This is an optimization exercise on Yosys and OpenROAD, whose aim is small area and a short achievable clock period, not a production implementation. The RTL was checked by simulation tests, not by an equivalence proof against the original design.

== job 1745 ==
==> flow/design.v (excerpt) <==
module reel_block_rx (
  input  wire        clk,
  input  wire        rst,
  input  wire [39:0] in_data,
  input  wire        in_valid,
  output reg  [39:0] out_data,
  output reg         out_valid,
  output reg         stat_valid,
  output reg         stat_hdr_ok,
  output reg  [7:0]  stat_blk,
  output reg  [7:0]  stat_seq,
  output reg         stat_clean_a,
  output reg         stat_clean_b
);
For scale: roughly 6900 cells after synthesis, about 1300 flip-flops, ~100 I/O pins, about 0.077 mm2 of cells after synthesis.
Settings: LEC_CHECK=0, CAP_MARGIN=20, CORE_MARGIN=2, CORE_UTILIZATION=75, CTS_CLUSTER_DIAMETER=100, CTS_CLUSTER_SIZE=20, SETUP_SLACK_MARGIN=4.6, SLEW_MARGIN=20; clock period 7.0 ns.
run.sh (not shown) runs the stock make flow with config.mk's settings and CLKGATE_MAP_FILE= SYNTH_SCRIPT=/design/flow/synth_recipe.tcl, a recipe that flattens the netlist after the stock synthesis.
Edits applied to the flow inputs when going from job 1745 to job 5701:
Settings: SETUP_SLACK_MARGIN: 4.6 -> 4.55; CTS_BUF_LIST: unset -> sky130_fd_sc_hd__clkbuf_16 sky130_fd_sc_hd__clkbuf_8.
==> comparison <==
Looking at job 5701 and job 1745, the cell count is a wash. Multi-input combinational cell area in job 5701 vs job 1745: down about 0.9%. On worst-case hold slack, job 5701 and job 1745 are basically level.
Inputs modified between job 5701 and job 2930:
Settings: SLEW_MARGIN: 20 -> 5; CTS_BUF_LIST: sky130_fd_sc_hd__clkbuf_16 sky130_fd_sc_hd__clkbuf_8 -> unset; CAP_MARGIN: 20 -> 5; CORE_UTILIZATION: 75 -> 80.
## What came out
- Job 2930 vs. job 5701: worst setup slack shows no meaningful change; core outline area decreased by 0.0066 mm2 relative to the old numbers; share of final layout cell area taken by clock buffers and inverters held steady; worst-margin pin slew picked up an extra 0.10 ns.
- The clock transition at the registers of the reported paths of job 5701 and that of job 2930 are within noise of each other.
- Job 2930 vs job 5701: number of buffers added for setup after CTS up in job 2930
- Relative to job 5701, number of well taps has decreased by 103 in job 2930.
- When the final numbers for job 5701 and job 2930 were put side by side, the via count turned out to be greater in job 2930.
Inputs modified between job 2930 and job 9494:
Settings: a change of SLEW_MARGIN from 5 to 20; a change of CAP_MARGIN from 5 to 20; a change of CORE_UTILIZATION from 80 to 70.
### Flow results
| routability congestion estimate from global placement | job 9494 vs job 2930 | about 1.2% lower |. Final area: job 2930 vs job 9494 — no meaningful difference. From job 2930 to job 9494 the numbers moved as follows: clock period minus final worst setup slack decreased by 0.013 ns relative to the old numbers, met3 wire length dropped 6900 um, total of fill cells in the finished design increased by about 56% relative to the old numbers. Compared to job 2930, job 9494 shows a wider setup margin. Job 9494 reports its highest routed metal layer as met4 while job 2930 reports met5. For the die outline width, job 9494 came in about 7% higher than job 2930 did.
Setup changes, job 9494 to job 2601
Settings: CORE_UTILIZATION: 70 -> 75; PLACE_DENSITY: unset -> 0.85.
### Flow results
- Both conditions hold for job 2601: the flow ran to the end and the final layout passed the timing, design-rule and antenna checks.
- Run comparison: job 2601 worst setup path endpoint out_data[16]; job 9494 worst setup path endpoint bw[6]$_DFF_P_
- The master of the slowest instance on the critical path comes out sky130_fd_sc_hd__xnor3_2 in one run and sky130_fd_sc_hd__dfxtp_4 in the other, namely in job 9494 and job 2601 respectively.
- Per the comparison of job 2601 with job 9494, number of clock sinks about even; clock-buffer cell count went down 0.83%.
- Summary of job 2601 over job 9494: multi-input logic portion of the cell area closely matched the old numbers; starting density of the core increased by 4.9 points relative to the old numbers.
- ~same clock-cell share of area in job 2601 and job 9494
- Highest net fanout along the worst path came out lower on job 2601 than on job 9494.
- Die area in job 2601 vs job 9494: down about 6.6%

---

old:
reel_block_rx again, from the RTL that the note above started with.
Settings: LEC_CHECK=0, CAP_MARGIN=20, CORE_MARGIN=2, CORE_UTILIZATION=75, CTS_CLUSTER_DIAMETER=100, CTS_CLUSTER_SIZE=20, SETUP_SLACK_MARGIN=4.55, SLEW_MARGIN=20; clock period 7.0 ns.
[inputs] new vs old
- SLEW_MARGIN: 20 -> 0
- CAP_MARGIN: 20 -> 0
- Row number of buffers inserted to repair setup after CTS: new lower / old higher
- On fraction of layout instances using a drive strength above 1, old and new are basically level.
- The area added between synthesis and finish was comparable across old and new.

---

reel_block_rx again, from the RTL that the note above started with.
make LEC_CHECK=0 CAP_MARGIN=20 CORE_MARGIN=2 CORE_UTILIZATION=75 CTS_CLUSTER_DIAMETER=60 CTS_CLUSTER_SIZE=30 SETUP_SLACK_MARGIN=4.6 SLEW_MARGIN=20 finish   # period 7.0 ns
Then changed:
CORE_UTILIZATION = 60   (was 75)
CTS_CLUSTER_DIAMETER = 100   (was 60)
CTS_CLUSTER_SIZE = 20   (was 30)
Core utilization drops by 18 points.
Sequential share of layout area increases by 0.76 points.
Register-to-register slack gains 40 ps.
Setup slack improved by 44 ps.
Die area goes up by 25%.
Synthesized cell count is unchanged.

## static timing again, ports no longer ideal
Ports are ideal in the flow. The routed layouts listed here were re-timed in OpenROAD. Step 1, drivers: a clkbuf_16 drives clk and a buf_2 each remaining input, both assumed. Step 2 moves the port delays by t, midway between the first and last clock arrival at a register: inputs arrive t later, outputs are due t later. That takes back most of the time a late clock gives input paths. Three values: ideal ports, drivers, drivers and shift; two values: the first two.
| run | shift t [ns] | setup slack, ns | hold WS [ns] | latest minus earliest clock arrival (ns) | cell pins on the clock port's net |
|---|---|---|---|---|---|
| job 1745 | 0.756 | 4.372 / 4.352 / 3.841 | 0.348 / 0.348 / 0.348 | 0.029 / 0.030 | 1 |
| job 5701 | 0.774 | 4.418 / 4.336 / 3.895 | 0.348 / 0.348 / 0.348 | 0.027 / 0.027 | 1 |
| job 2930 | 0.758 | 4.420 / 4.341 / 3.812 | 0.348 / 0.348 / 0.348 | 0.032 / 0.032 | 1 |
| job 9494 | 0.769 | 4.433 / 4.354 / 3.795 | 0.347 / 0.347 / 0.347 | 0.034 / 0.034 | 1 |
| job 2601 | 0.764 | 4.429 / 4.351 / 3.789 | 0.338 / 0.338 / 0.338 | 0.038 / 0.038 | 1 |
| old | 0.772 | 4.419 / 4.336 / 3.892 | 0.344 / 0.344 / 0.344 | 0.021 / 0.021 | 1 |
| new | 0.758 | 4.428 / 4.346 / 3.854 | 0.350 / 0.350 / 0.350 | 0.033 / 0.033 | 1 |
| the first run of note 3 | 0.812 | 4.351 / 4.270 / 3.849 | 0.303 / 0.303 / 0.303 | 0.047 / 0.047 | 1 |
| the second run of note 3 | 0.790 | 4.395 / 4.319 / 3.854 | 0.332 / 0.332 / 0.332 | 0.039 / 0.039 | 1 |
After both steps setup and hold are still met in every run listed. For job 2601, which loses most, drivers alone change the setup slack by -0.078 ns; drivers and shift together by -0.640 ns.
